Background: an optimization exercise with open tools, aiming at small area, a short achievable clock period and few clock cycles per item. Do not read the settings as production practice.
RTL that was checked went through simulation tests only; none was proved equivalent to the original.
Power figures rest on the tool's default switching activity, not on a simulated workload.

## contone_block_dec
module contone_block_dec (
    input  wire       clk,
    input  wire       rst,           
    input  wire       in_valid,      
    output reg        in_ready,
    input  wire [7:0] in_data,
    input  wire       n_valid,       
    output wire       n_ready,
    input  wire [7:0] n_data,
    input  wire       n_sol,         
    output reg        out_valid,     
    input  wire       out_ready,
    output reg  [7:0] out_data,
    output reg        out_last       
);
clock: 12.0 ns
lec_check: 0
cap_margin: 20
core_margin: 2
core_utilization: 65
slew_margin: 20
standard.sh (not shown) runs the stock make flow with config.mk's settings and CLKGATE_MAP_FILE= SYNTH_SCRIPT=/design/flow/synth_recipe.tcl, a recipe that flattens the netlist after the stock synthesis.
==> flow/flow/run.sh <==
#!/bin/bash
# Standard layout with two changes after the standard synthesis: the
# slow delay buffers are not used for repair and port buffers, and every
# port gets a plain buffer.
set -euo pipefail
bash standard.sh synth > synth.log 2>&1
export DONT_USE_CELLS="sky130_fd_sc_hd__clkdlybuf4s15_1 sky130_fd_sc_hd__clkdlybuf4s15_2 sky130_fd_sc_hd__clkdlybuf4s18_1 sky130_fd_sc_hd__clkdlybuf4s18_2 sky130_fd_sc_hd__clkdlybuf4s25_1 sky130_fd_sc_hd__clkdlybuf4s25_2 sky130_fd_sc_hd__clkdlybuf4s50_1 sky130_fd_sc_hd__clkdlybuf4s50_2"
export BUFFER_PORTS_ARGS="-buffer_cell sky130_fd_sc_hd__buf_4"
bash standard.sh > layout.log 2>&1
Testbench counts at the start, summed over its fixed seeds: cycles 169,781, blocks 2,560.
==> next run, changes <==
==> flow/run.sh (new file) <==
#!/bin/bash
# synth_recipe.tcl (not shown) runs the flow's synth.tcl, then flattens the netlist and writes it again
# the make line also repeats each setting of config.mk as NAME=value (left out here)
make -C /OpenROAD-flow-scripts/flow DESIGN_CONFIG=/design/flow/config.mk WORK_HOME=/design/flow/orfs CLKGATE_MAP_FILE= SYNTH_SCRIPT=/design/flow/synth_recipe.tcl finish
CORE_UTILIZATION = 40   (was 65)
removed: flow/flow/run.sh
removed: flow/standard.sh
What happened: Clock skew stays flat. Power goes down slightly. Sequential share of layout area falls by 0.66 points. Worst setup slack is worse by 0.26 ns. Die area grows by well over a third. Wire length is lower by a little under a tenth. Synthesized area stays the same.
==> next run, changes <==
ABC_AREA = 1   (was not set)
The new run produced a clean layout.
Count of clock-buffer cells in the layout stays the same.
Routed wire length went down by 2.5%.
Clock skew goes down by 0.0058 ns.
Total power climbs by 29%.
Via count came out higher by 4.6%.
Cell count increases by 14%.
==> next run, changes <==
==> flow/flow/run.sh (new file) <==
#!/bin/bash
# Standard layout with three changes after the standard synthesis: the
# slow delay buffers are not used for repair and port buffers, every port
# gets a plain buffer, and timing repair aims for 6.8 ns of setup slack.
set -euo pipefail
bash standard.sh synth > synth.log 2>&1
export DONT_USE_CELLS="sky130_fd_sc_hd__clkdlybuf4s15_1 sky130_fd_sc_hd__clkdlybuf4s15_2 sky130_fd_sc_hd__clkdlybuf4s18_1 sky130_fd_sc_hd__clkdlybuf4s18_2 sky130_fd_sc_hd__clkdlybuf4s25_1 sky130_fd_sc_hd__clkdlybuf4s25_2 sky130_fd_sc_hd__clkdlybuf4s50_1 sky130_fd_sc_hd__clkdlybuf4s50_2"
export BUFFER_PORTS_ARGS="-buffer_cell sky130_fd_sc_hd__buf_4"
export SETUP_SLACK_MARGIN=6.8
bash standard.sh > layout.log 2>&1
==> flow/standard.sh (new file) <==
#!/bin/bash
# synth_recipe.tcl (not shown) runs the flow's synth.tcl, then flattens the netlist and writes it again
# the make line also repeats each setting of config.mk as NAME=value (left out here)
make -C /OpenROAD-flow-scripts/flow DESIGN_CONFIG=/design/flow/config.mk WORK_HOME=/design/flow/orfs CLKGATE_MAP_FILE= SYNTH_SCRIPT=/design/flow/synth_recipe.tcl "${@:-finish}"
ABC_AREA = not set   (was 1)
removed: flow/run.sh
Result: First-iteration DRC count goes up by a quarter to a third. Die area goes up by a few percent. Combinational power goes down by a quarter to a third. Clock skew goes up by 0.0046 ns.


violet:
Another version of the RTL of contone_block_dec (not shown whole).
For scale: ~990 cells after synthesis, ~34 I/O pins, ~9000 um^2 of cells after synthesis.
## contone_block_dec
module contone_block_dec (
    input  wire       clk,
    input  wire       rst,           
    input  wire       in_valid,      
    output reg        in_ready,
    input  wire [7:0] in_data,
    input  wire       n_valid,       
    output wire       n_ready,
    input  wire [7:0] n_data,
    input  wire       n_sol,         
    output reg        out_valid,     
    input  wire       out_ready,
    output reg  [7:0] out_data,
    output reg        out_last       
);
==> flow/config.mk <==
export PLATFORM = sky130hd
export DESIGN_NAME = contone_block_dec
export DESIGN_NICKNAME = contone_block_dec
export VERILOG_FILES = /design/flow/design.v
export SDC_FILE = /design/flow/constraint.sdc
export NUM_CORES = 4
export LEC_CHECK = 0
export CAP_MARGIN = 50
export CORE_MARGIN = 2
export CORE_UTILIZATION = 40
export SLEW_MARGIN = 70
==> flow/constraint.sdc <==
create_clock -name core_clock -period 12.0 [get_ports {clk}]
set_input_delay 2.4000 -clock core_clock [delete_from_list [all_inputs] [get_ports {clk}]]
set_output_delay 2.4000 -clock core_clock [all_outputs]
set_load 0.01 [all_outputs]
==> flow/flow/run.sh <==
#!/bin/bash
# Standard layout with two changes after the standard synthesis: the
# slow delay buffers are not used for repair and port buffers, and every
# port gets a plain buffer.
set -euo pipefail
bash standard.sh synth > synth.log 2>&1
export DONT_USE_CELLS="sky130_fd_sc_hd__clkdlybuf4s15_1 sky130_fd_sc_hd__clkdlybuf4s15_2 sky130_fd_sc_hd__clkdlybuf4s18_1 sky130_fd_sc_hd__clkdlybuf4s18_2 sky130_fd_sc_hd__clkdlybuf4s25_1 sky130_fd_sc_hd__clkdlybuf4s25_2 sky130_fd_sc_hd__clkdlybuf4s50_1 sky130_fd_sc_hd__clkdlybuf4s50_2"
export BUFFER_PORTS_ARGS="-buffer_cell sky130_fd_sc_hd__buf_4"
bash standard.sh > layout.log 2>&1
violet closes out successfully: all stages finished, all timing, DRC and antenna checks passed.
--- input diff violet..cedar ---
diff --git a/flow/config.mk b/flow/config.mk
--- a/flow/config.mk
+++ b/flow/config.mk
@@ -9,3 +9,3 @@
 export CORE_MARGIN = 2
 export CORE_UTILIZATION = 40
-export SLEW_MARGIN = 70
+export SLEW_MARGIN = 85
Results
Where pre-CTS worst setup slack is concerned, violet is better than cedar. The lower clock power came out of violet. As far as number of instances in the synthesized netlist goes, cedar and violet are indistinguishable; the numbers are identical.
## Diff of input files: juniper against cedar
diff --git a/flow/config.mk b/flow/config.mk
--- a/flow/config.mk
+++ b/flow/config.mk
@@ -6,6 +6,6 @@
 export NUM_CORES = 4
 export LEC_CHECK = 0
-export CAP_MARGIN = 50
+export CAP_MARGIN = 20
 export CORE_MARGIN = 2
 export CORE_UTILIZATION = 40
-export SLEW_MARGIN = 85
+export SLEW_MARGIN = 20
[summary]
- juniper ended with more slack of the critical path than cedar.
- Per the comparison of juniper with cedar, fmax climbed about 100%, worst hold slack barely changed.
Function was not checked in any run of this note: the RTL went through the layout flow alone.

==> static timing again, ports no longer ideal <==
The results above use ideal ports. As a check the final layouts listed here were re-extracted and re-timed, cells and wires unchanged.
Step 1: set_driving_cell puts a clkbuf_16 on clk and a buf_2 on each other input, an assumption about the parent block.
Step 2 adds t to the input delays and takes it off the output delays; t is the mean of the earliest and latest rising clock arrival at the registers after step 1. Input paths then give back, and output paths get back, about the clock's delay inside the block.
Three values: no drivers, after step 1, after step 2; two values: the first two.
run	t (ns)	slack for setup (ns)	worst setup path at the end	worst slew at a driven data input, ns	cell pins on the clock port's net
the first run of note 1	0.381	6.064 / 6.064 / 6.064	register to register	0.06	1
the second run of note 1	0.398	5.803 / 5.774 / 5.774	input to output	0.04	1
the third run of note 1	0.394	4.975 / 4.953 / 4.953	input to output	0.03	1
the fourth run of note 1	0.396	6.702 / 6.664 / 6.664	input to output	0.05	1
violet	0.401	6.363 / 6.363 / 6.363	register to register	0.04	1
cedar	0.415	0.835 / 0.835 / 0.835	register to register	0.04	1
juniper	0.411	6.378 / 6.378 / 6.378	register to register	0.04	1
After both steps every run listed still meets setup and hold. For the fourth run of note 1, which loses most, drivers alone change the setup slack by -0.038 ns; drivers and shift together by -0.038 ns.
